Source: an optimization exercise on an open RTL-to-GDS flow (aim: small area, a short achievable clock period and few clock cycles per item). Production flows keep margins and buffers that such runs may drop.
Only simulation tests tie the RTL to the original design; equivalence was not proved.
No activity file was given, so power comes from the tool's default toggle rates.

== rev 12 ==
Design loop_slot, start of the top module:
module loop_slot (
    input  wire         clk,
    input  wire         rst,
    input  wire [3:0]   nx,           
    input  wire [2:0]   nm,           
    input  wire [2:0]   ny,           
    input  wire [7:0]   int_en,
    input  wire [15:0]  int_out,      
    input  wire [7:0]   int_pol,
    input  wire [127:0] out_lo,       
    input  wire [127:0] out_hi,
    output wire         coef_re,
    output wire [7:0]   coef_addr,
    input  wire [31:0]  coef_data,
    input  wire         x_we,
    input  wire [2:0]   x_widx,
    input  wire [31:0]  x_wdata,
    input  wire         start,
    input  wire [127:0] m_in,         
    input  wire [31:0]  r1,
    input  wire [31:0]  r2,
    input  wire [3:0]   cut_valid,    
    input  wire [3:0]   cut_dir,      
    output wire         ready,
    output reg          done,
    output wire [127:0] u_out,        
    output wire [255:0] x_out,        
    output reg  [7:0]   acc_sat
);
    integer k;
    genvar g;
    reg        idle;                  
    reg        cre;
    assign ready   = idle;
    assign coef_re = cre;
    reg signed [31:0] x  [0:7];
    reg signed [31:0] xn [0:6];          
    reg signed [31:0] u  [0:3];
    reg signed [31:0] mv [0:3];
    reg signed [31:0] r1v, r2v;
    reg        [3:0]  cutv, cutd;
    reg        [3:0]  nxr;
    reg        [2:0]  nmr, nyr;
    reg        [7:0]  ien, ipol;
    reg        [15:0] iout;
    generate
        for (g = 0; g < 4; g = g + 1) begin : g_u
            assign u_out[32*g +: 32] = u[g];
        end
        for (g = 0; g < 8; g = g + 1) begin : g_x
            assign x_out[32*g +: 32] = x[g];
        end
    endgenerate
    always @(posedge clk) begin
        if (idle) begin
            mv[0] <= m_in[31:0];
            mv[1] <= m_in[63:32];
            mv[2] <= m_in[95:64];
            mv[3] <= m_in[127:96];
            r1v   <= r1;
            r2v   <= r2;
            cutv  <= cut_valid;
            cutd  <= cut_dir;
            nxr   <= nx;
            nmr   <= nm;
            nyr   <= ny;
            ien   <= int_en;
            ipol  <= int_pol;
            iout  <= int_out;
        end
    end
    reg        run;                   
    reg [3:0]  irow, icol;
    reg [7:0]  iaddr;
    assign coef_addr = iaddr;
    wire       issue = run | (idle & start);
  ...
For scale: about 6600 cells after synthesis, roughly 970 I/O pins, roughly 76000 µm² of cells after synthesis.
Settings: LEC_CHECK=0, CAP_MARGIN=20, CORE_MARGIN=2, CORE_UTILIZATION=60, PLACE_DENSITY=0.75, SLEW_MARGIN=20; clock period 20.0 ns.
standard.sh (not shown) runs the stock make flow with config.mk's settings and CLKGATE_MAP_FILE= SYNTH_SCRIPT=/design/flow/synth_recipe.tcl, a recipe that flattens the netlist after the stock synthesis.
==> flow/flow/run.sh <==
#!/bin/bash
# Own layout flow: the standard synthesis and layout (standard.sh), with two
# changes to how the layout is made:
#  - the port buffers are sky130_fd_sc_hd__buf_1 instead of the delay buffer
#    buffer_ports picks on its own;
set -euo pipefail
MARGIN=${MARGIN:-14.5}
bash standard.sh synth > synth.log 2>&1
bash standard.sh "BUFFER_PORTS_ARGS=-buffer_cell sky130_fd_sc_hd__buf_1" \
    "SETUP_SLACK_MARGIN=$MARGIN" finish > layout.log 2>&1
Testbench counts of rev 12, summed over its fixed seeds: cycles 199,080, samples 1,920.
For rev 13, these inputs were changed with respect to rev 12:
--- a/flow/design.v
+++ b/flow/design.v
@@ -97,44 +97,41 @@
     wire [3:0] row_last_out = 4'd7 + {1'b0, nyr};
     wire       lastr        = (irow == nxr - 4'd1);
     wire [3:0] rown         = (irow == row_last_out) ? 4'd0 : irow + 4'd1;
     wire       last_read    = lastc & lastr;
     wire [3:0] n_row  = lastc ? rown : irow;
     wire [7:0] n_addr = {4'd0, n_row} * 8'd14 + {4'd0, coln};
     wire       two_x  = |nx[3:1];
     wire [7:0] addr1  = {4'b0111, ~two_x, ~two_x & (nm == 3'd0), 1'b0, two_x};
     reg        bv, bfirst, blast, bfinal;
-    reg [3:0]  brow;
+    reg [3:0]  brow, bcol;
     reg        cv, cfirst, clast, cfinal;
     reg [3:0]  crow;
     reg        dv, dfirst, dlast, dfinal;
     reg [3:0]  drow;
     reg        ev, efirst, elast, efinal;
     reg [3:0]  erow;
     reg        fv, ffinal;
     reg [3:0]  frow;
     reg signed [31:0] cq;
     reg        [15:0] bone, btwo, bneg;   
     reg        [63:0] ts, tc;
     reg signed [31:0] ps;
     reg               psat;
     reg signed [31:0] acc;
     reg signed [31:0] cmpa, cmpb;       
     reg        [3:0]  shi, slo;
-    reg        [13:0] bsel;              
     reg signed [31:0] vsel;
     always @* begin
-        vsel = 32'sd0;
-        for (k = 0; k < 8; k = k + 1)
-            vsel = vsel | ({32{bsel[k]}} & x[k]);
-        for (k = 0; k < 4; k = k + 1)
-            vsel = vsel | ({32{bsel[8+k]}} & mv[k]);
-        vsel = vsel | ({32{bsel[12]}} & r1v) | ({32{bsel[13]}} & r2v);
+        if (bcol < 4'd8)        vsel = x[bcol[2:0]];
+        else if (bcol < 4'd12)  vsel = mv[bcol[1:0]];
+        else if (bcol == 4'd12) vsel = r1v;
+        else                    vsel = r2v;
     end
     reg [15:0] e_one, e_two, e_neg;
     always @* begin
         for (k = 0; k < 16; k = k + 1) begin
             e_one[k] = vsel[2*k] ^ ((k == 0) ? 1'b0 : vsel[2*k-1]);
             e_two[k] = (vsel[2*k+1] & ~vsel[2*k] & ~((k == 0) ? 1'b0 : vsel[2*k-1])) |
                        (~vsel[2*k+1] & vsel[2*k] & ((k == 0) ? 1'b0 : vsel[2*k-1]));
             e_neg[k] = vsel[2*k+1];
         end
@@ -194,21 +191,19 @@
                 for (k = 0; k < 7; k = k + 1)
                     if (k < frow)
                         x[k] <= xn[k];
             end else begin
                 xn[frow[2:0]] <= fval;
             end
         end
         if (idle && x_we)
             x[x_widx] <= x_wdata;
-        brow <= irow;
-        for (k = 0; k < 14; k = k + 1)
-            bsel[k] <= (icol == k);
+        brow <= irow;   bcol <= icol;
         bfirst <= (icol == 4'd0); blast <= lastc; bfinal <= last_read;
         crow <= brow;   cfirst <= bfirst; clast <= blast; cfinal <= bfinal;
         drow <= crow;   dfirst <= cfirst; dlast <= clast; dfinal <= cfinal;
         erow <= drow;   efirst <= dfirst; elast <= dlast; efinal <= dfinal;
         frow <= erow;   ffinal <= efinal;
         if (rst) begin
             idle    <= 1'b1;
             cre     <= 1'b0;
             run     <= 1'b0;
Results
Rev 13 completed; timing, DRC and antenna clean. The higher proportion of synthesized area in mux cells of rev 12 and rev 13 is in rev 13. Largest net degree at the start of global routing: rev 12 and rev 13 compared, lower one is rev 12. Post-synthesis to final-layout area growth: rev 13 vs rev 12 down 1.3 points. Side by side, fmax turned out higher in rev 13 than in rev 12. The final reports for rev 13 and rev 12 show fraction of area in multi-input gates higher in the former. Overall die height, rev 12 and rev 13: smaller value in rev 12. Compared with rev 12, in rev 13 clock group power picked up an extra about 2%; setup slack on the worst flop-to-flop path increased 0.34 ns; fraction of area in registers dropped 0.18 points; met2 track utilization from global routing shrank by 3.3 points. Sort rev 12 and rev 13 by cell count asc -> top: rev 13. Rev 13 — utilization after layout 0.97 points lower, rev 12 as reference.
Testbench counts of rev 13, summed over its fixed seeds: cycles 199,080, samples 1,920.

afterwards: timing with drivers on the ports:
No port has a modelled driver above. Below, the same layouts with a new extraction and two added sets of constraints.
Step 1, drivers: a clkbuf_16 drives clk and a buf_2 each remaining input, both assumed.
Step 2 adds t to the input delays and takes it off the output delays; t is the mean of the earliest and latest rising clock arrival at the registers after step 1. Input paths then give back, and output paths get back, about the clock's delay inside the block.
a / b / c = ideal ports / drivers / drivers and shift; a / b = the first two.
| run | shift t [ns] | setup slack, ns | clock arrival spread, ns | cell pins on the clock port's net |
|---|---|---|---|---|
| rev 12 | 0.889 | 14.347 / 14.252 / 13.484 | 0.068 / 0.068 | 1 |
| rev 13 | 0.879 | 14.378 / 14.288 / 13.526 | 0.060 / 0.060 | 1 |
After both steps setup and hold are still met in every run listed. The setup slack of rev 12, which loses most, moves by -0.095 ns with the drivers and by -0.863 ns with both steps.
